This design comes from an exercise in tuning for small area, a short achievable clock period and few clock cycles per item on the open sky130 flow, not from production work. In this exercise RTL edits were held to simulation tests only and were not proved equivalent to the original.

==> module cipher_aes_core, before the edit <==
module cipher_aes_core (
    input  wire         clk,
    input  wire         rst,         
    input  wire         in_valid,
    output wire         in_ready,
    input  wire         in_key256,   
    input  wire [255:0] in_key,
    input  wire [127:0] in_block,
    output reg          out_valid,
    output reg  [127:0] out_block
);
    localparam integer MW = 18;    
    function [7:0] xtime(input [7:0] b);
        xtime = {b[6:0], 1'b0} ^ (b[7] ? 8'h1b : 8'h00);
    endfunction
    reg          s_valid;
    reg          s_k256;
    reg  [3:0]   s_round;    
    reg  [7:0]   s_rcon;
    reg  [127:0] s_state;
    reg  [127:0] s_ka;
    reg  [127:0] s_kb;
    reg          m_valid;
    reg          m_k256;
    reg  [3:0]   m_round;
    reg  [7:0]   m_rcon;
    reg  [16*MW-1:0] m_state;    
    reg  [4*MW-1:0]  m_kx;       
    reg  [127:0] m_ka;
    reg  [127:0] m_kb;
    wire [16*MW-1:0] s_mid;
    wire [4*MW-1:0]  s_kmid;
    genvar gi;
    generate
        for (gi = 0; gi < 16; gi = gi + 1) begin : g_top
            aes_sbox_top u_top (.a(s_state[8*gi +: 8]), .m(s_mid[MW*gi +: MW]));
        end
        for (gi = 0; gi < 4; gi = gi + 1) begin : g_ktop
            aes_sbox_top u_top (.a(s_kb[8*gi +: 8]), .m(s_kmid[MW*gi +: MW]));
        end
    endgenerate
    wire m_final = m_k256 ? (m_round == 4'd13) : (m_round == 4'd9);
    wire [31:0] kx_s;
    generate
        for (gi = 0; gi < 4; gi = gi + 1) begin : g_kbot
            aes_sbox_bot u_bot (.m(m_kx[MW*gi +: MW]), .y(kx_s[8*gi +: 8]));
        end
    endgenerate
    wire kx_rot = !m_k256 || !m_round[0];
    wire [31:0] kx_t = kx_rot ? ({kx_s[23:0], kx_s[31:24]} ^ {m_rcon, 24'h000000}) : kx_s;
    wire [127:0] kx_base = m_k256 ? m_ka : m_kb;
    wire [31:0] kx_p0 = kx_base[127:96];
    wire [31:0] kx_p1 = kx_p0 ^ kx_base[95:64];
    wire [31:0] kx_p2 = kx_p1 ^ kx_base[63:32];
    wire [31:0] kx_p3 = kx_p2 ^ kx_base[31:0];
    wire [127:0] kx_next = {kx_p0 ^ kx_t, kx_p1 ^ kx_t, kx_p2 ^ kx_t, kx_p3 ^ kx_t};
    wire [127:0] rkey = m_k256 ? m_kb : kx_next;
    wire [127:0] sub;
    generate
        for (gi = 0; gi < 16; gi = gi + 1) begin : g_bot
            aes_sbox_bot u_bot (.m(m_state[MW*gi +: MW]), .y(sub[8*gi +: 8]));
        end
    endgenerate
    wire [127:0] shifted;
    generate
        for (gi = 0; gi < 16; gi = gi + 1) begin : g_shift
            localparam integer R = gi % 4;
            localparam integer C = gi / 4;
            localparam integer SRC = 4 * ((C + R) % 4) + R;
            assign shifted[127-8*gi -: 8] = sub[127-8*SRC -: 8];
        end
    endgenerate
    wire [127:0] round_out;
    wire [127:0] final_out = shifted ^ rkey;
    generate
        for (gi = 0; gi < 4; gi = gi + 1) begin : g_mix
            wire [31:0] col = shifted[127-32*gi -: 32];
            wire [7:0] a0 = col[31:24];
            wire [7:0] a1 = col[23:16];
            wire [7:0] a2 = col[15:8];
            wire [7:0] a3 = col[7:0];
            wire [7:0] t = a0 ^ a1 ^ a2 ^ a3;
            wire [31:0] d = {t ^ xtime(a0 ^ a1), t ^ xtime(a1 ^ a2),
                             t ^ xtime(a2 ^ a3), t ^ xtime(a3 ^ a0)};
            assign round_out[127-32*gi -: 32] = final_out[127-32*gi -: 32] ^ d;
        end
    endgenerate
    reg  ready;
    assign in_ready = ready;
    wire s_final = s_k256 ? (s_round == 4'd13) : (s_round == 4'd9);
    wire slot_free_next = !s_valid || s_final;
    wire no_pass_next = ready ? (!in_valid || !in_key256)
                              : (!m_valid || m_final || !m_k256 || (m_round >= 4'd3));
    always @(posedge clk) begin
        if (rst) begin
            ready     <= 1'b1;
            s_valid   <= 1'b0;
            m_valid   <= 1'b0;
            out_valid <= 1'b0;
        end else begin
            ready     <= slot_free_next && no_pass_next;
            s_valid   <= in_ready ? in_valid : (m_valid && !m_final);
            m_valid   <= s_valid;
            out_valid <= m_valid && m_final;
        end
    end
    always @(posedge clk) begin
        m_k256  <= s_k256;
        m_round <= s_round;
        m_rcon  <= s_rcon;
        m_state <= s_mid;
        m_kx    <= s_kmid;
        m_ka    <= s_ka;
        m_kb    <= s_kb;
        out_block <= final_out;
        if (ready) begin
            s_k256  <= in_key256;
            s_round <= 4'd0;
            s_rcon  <= 8'h01;
            s_state <= in_block ^ in_key[255:128];
            s_ka    <= in_key[255:128];
            s_kb    <= in_key256 ? in_key[127:0] : in_key[255:128];
        end else begin
            s_k256  <= m_k256;
            s_round <= m_round + 4'd1;
            s_rcon  <= kx_rot ? xtime(m_rcon) : m_rcon;
            s_state <= round_out;
            s_ka    <= m_kb;
            s_kb    <= kx_next;
        end
    end
endmodule
clock: 8.0 ns
lec_check: 0
cap_margin: 20
core_margin: 2
core_utilization: 40
place_density: 0.6
slew_margin: 20
standard.sh (not shown) runs the stock make flow with config.mk's settings and CLKGATE_MAP_FILE= SYNTH_SCRIPT=/design/flow/synth_recipe.tcl, a recipe that flattens the netlist after the stock synthesis.
==> flow/flow/run.sh <==
#!/bin/bash
# Layout flow: the standard flow (standard.sh), except that
#  - synthesis maps the logic with the ABC script flow/abc_map.script; the
#    registers are untouched, and the flow checks that the netlist has the
#    same flip-flops (names and cell types) as the standard synthesis, and
#    uses the standard netlist if not;
#  - the make variables in flow/params.sh are added (port buffer cell,
#    repair margins).
# Each tool's output goes to a log file in the work folder.
set -uo pipefail
W=$(pwd)
RES=$W/orfs/results/$FLOW_PLATFORM/cipher_aes_core/base
source flow/params.sh

# 1. the standard synthesis, for reference
bash standard.sh synth > std_synth.log 2>&1 || exit 1
cp $RES/1_2_yosys.v $W/std_1_2_yosys.v

# 2. our synthesis, in a work area of its own
sed -e "s#@ABC_SCRIPT@#$W/flow/abc_map.script#" flow/synth.tcl > $W/my_synth.tcl
make -C $FLOW_HOME DESIGN_CONFIG=$W/config.mk WORK_HOME=$W/mysyn CLKGATE_MAP_FILE= \
     SYNTH_SCRIPT=$W/my_synth.tcl synth > my_synth.log 2>&1
MYV=$W/mysyn/results/$FLOW_PLATFORM/cipher_aes_core/base/1_2_yosys.v

# 3. same registers?
regs() { grep -oE '^ *sky130_fd_sc_hd__[a-z0-9]*(df|dl)[a-z0-9_]* +[^ ]+' "$1" | sed -E 's/_[0-9]+ +/ /; s/^ *//' | sort; }
if [[ -s $MYV ]] && cmp -s <(regs $W/std_1_2_yosys.v) <(regs $MYV); then
  echo "own synthesis: registers match, using it" > synth_choice.log
  cp $MYV $RES/1_2_yosys.v
  touch $RES/1_2_yosys.v
else
  echo "own synthesis: registers differ or missing, using the standard netlist" > synth_choice.log
fi
regs $W/std_1_2_yosys.v | wc -l >> synth_choice.log
regs $MYV | wc -l >> synth_choice.log

# 4. the rest of the standard flow
bash standard.sh "${MAKE_ARGS[@]}" finish > std_flow.log 2>&1
==> flow/flow/abc_map.script <==
strash
dc2
&get -n
&dch -f
&nf -R 1000
&put
buffer -c
topo
stime -c
upsize -c
dnsize -c
==> flow/flow/params.sh <==
MAKE_ARGS=(SETUP_SLACK_MARGIN=4.5 "BUFFER_PORTS_ARGS=-buffer_cell sky130_fd_sc_hd__buf_2")
==> flow/flow/synth.tcl <==
proc synth {args} { yosys synth -nofsm -noshare {*}$args }
proc abc {args} {
  set i [lsearch $args -script]
  set args [lreplace $args $i [expr {$i + 1}] -script @ABC_SCRIPT@]
  yosys abc {*}$args
}
source $::env(SCRIPTS_DIR)/synth.tcl
# left out here: clear keep_hierarchy, flatten, clean up, hide names made inside functions, write 1_2_yosys.v
Testbench counts at the start, summed over its fixed seeds: cycles 25,540, items 2,048.
Change:
--- a/flow/design.v
+++ b/flow/design.v
@@ -226,9 +226,8 @@
             assign shifted[127-8*gi -: 8] = sub[127-8*SRC -: 8];
         end
     endgenerate
     wire [127:0] round_out;
-    wire [127:0] final_out = shifted ^ rkey;
     generate
         for (gi = 0; gi < 4; gi = gi + 1) begin : g_mix
             wire [31:0] col = shifted[127-32*gi -: 32];
             wire [7:0] a0 = col[31:24];
@@ -237,9 +236,10 @@
             wire [7:0] a3 = col[7:0];
             wire [7:0] t = a0 ^ a1 ^ a2 ^ a3;
             wire [31:0] d = {t ^ xtime(a0 ^ a1), t ^ xtime(a1 ^ a2),
                              t ^ xtime(a2 ^ a3), t ^ xtime(a3 ^ a0)};
-            assign round_out[127-32*gi -: 32] = final_out[127-32*gi -: 32] ^ d;
+            assign round_out[127-32*gi -: 32] =
+                col ^ (m_final ? 32'h00000000 : d) ^ rkey[127-32*gi -: 32];
         end
     endgenerate
     reg  ready;
     assign in_ready = ready;
@@ -267,9 +267,9 @@
         m_state <= s_mid;
         m_kx    <= s_kmid;
         m_ka    <= s_ka;
         m_kb    <= s_kb;
-        out_block <= final_out;
+        out_block <= round_out;
         if (ready) begin
             s_k256  <= in_key256;
             s_round <= 4'd0;
             s_rcon  <= 8'h01;
What happened: Sequential share of layout area decreases by 0.62 points; worst hold slack degrades by 0.0062 ns; routed wire length grows by a few percent; setup slack gains 0.061 ns; count of clock-buffer cells in the layout is higher by 7; via count climbs by a few percent; utilization falls by 0.18 points; clock skew increases by 0.0060 ns; synthesized area went up slightly; maximum frequency increases slightly; die area came out higher slightly.
Testbench counts after the change, summed over its fixed seeds: cycles 25,540, items 2,048.

-- separate check: timing with driven ports --
Ports are ideal in the flow. The routed layouts listed here were re-timed in OpenROAD. Step 1 (the two cells are an assumption about what drives the block):
set clk [get_ports {clk}]
set_driving_cell -lib_cell sky130_fd_sc_hd__clkbuf_16 $clk
set_driving_cell -lib_cell sky130_fd_sc_hd__buf_2 [delete_from_list [all_inputs] $clk]
Step 2, shift: input delay + t, output delay - t, t = (earliest + latest rising clock arrival at the registers) / 2. This alone moves slack from input paths to output paths. Slacks: ideal / step 1 / step 2; pairs: ideal / step 1.
run | t, ns | setup slack, ns | worst hold slack (ns) | worst register clock-pin slew, ns | pins driven straight from the clock port
the first run | 0.847 | 4.476 / 4.476 / 4.277 | 0.307 / 0.307 / 0.307 | 0.07 / 0.07 | 1
the second run | 0.849 | 4.537 / 4.537 / 3.911 | 0.301 / 0.301 / 0.301 | 0.07 / 0.07 | 1
After both steps setup and hold are still met in every run listed. For the second run, which loses most, drivers alone change the setup slack by 0.000 ns; drivers and shift together by -0.626 ns.
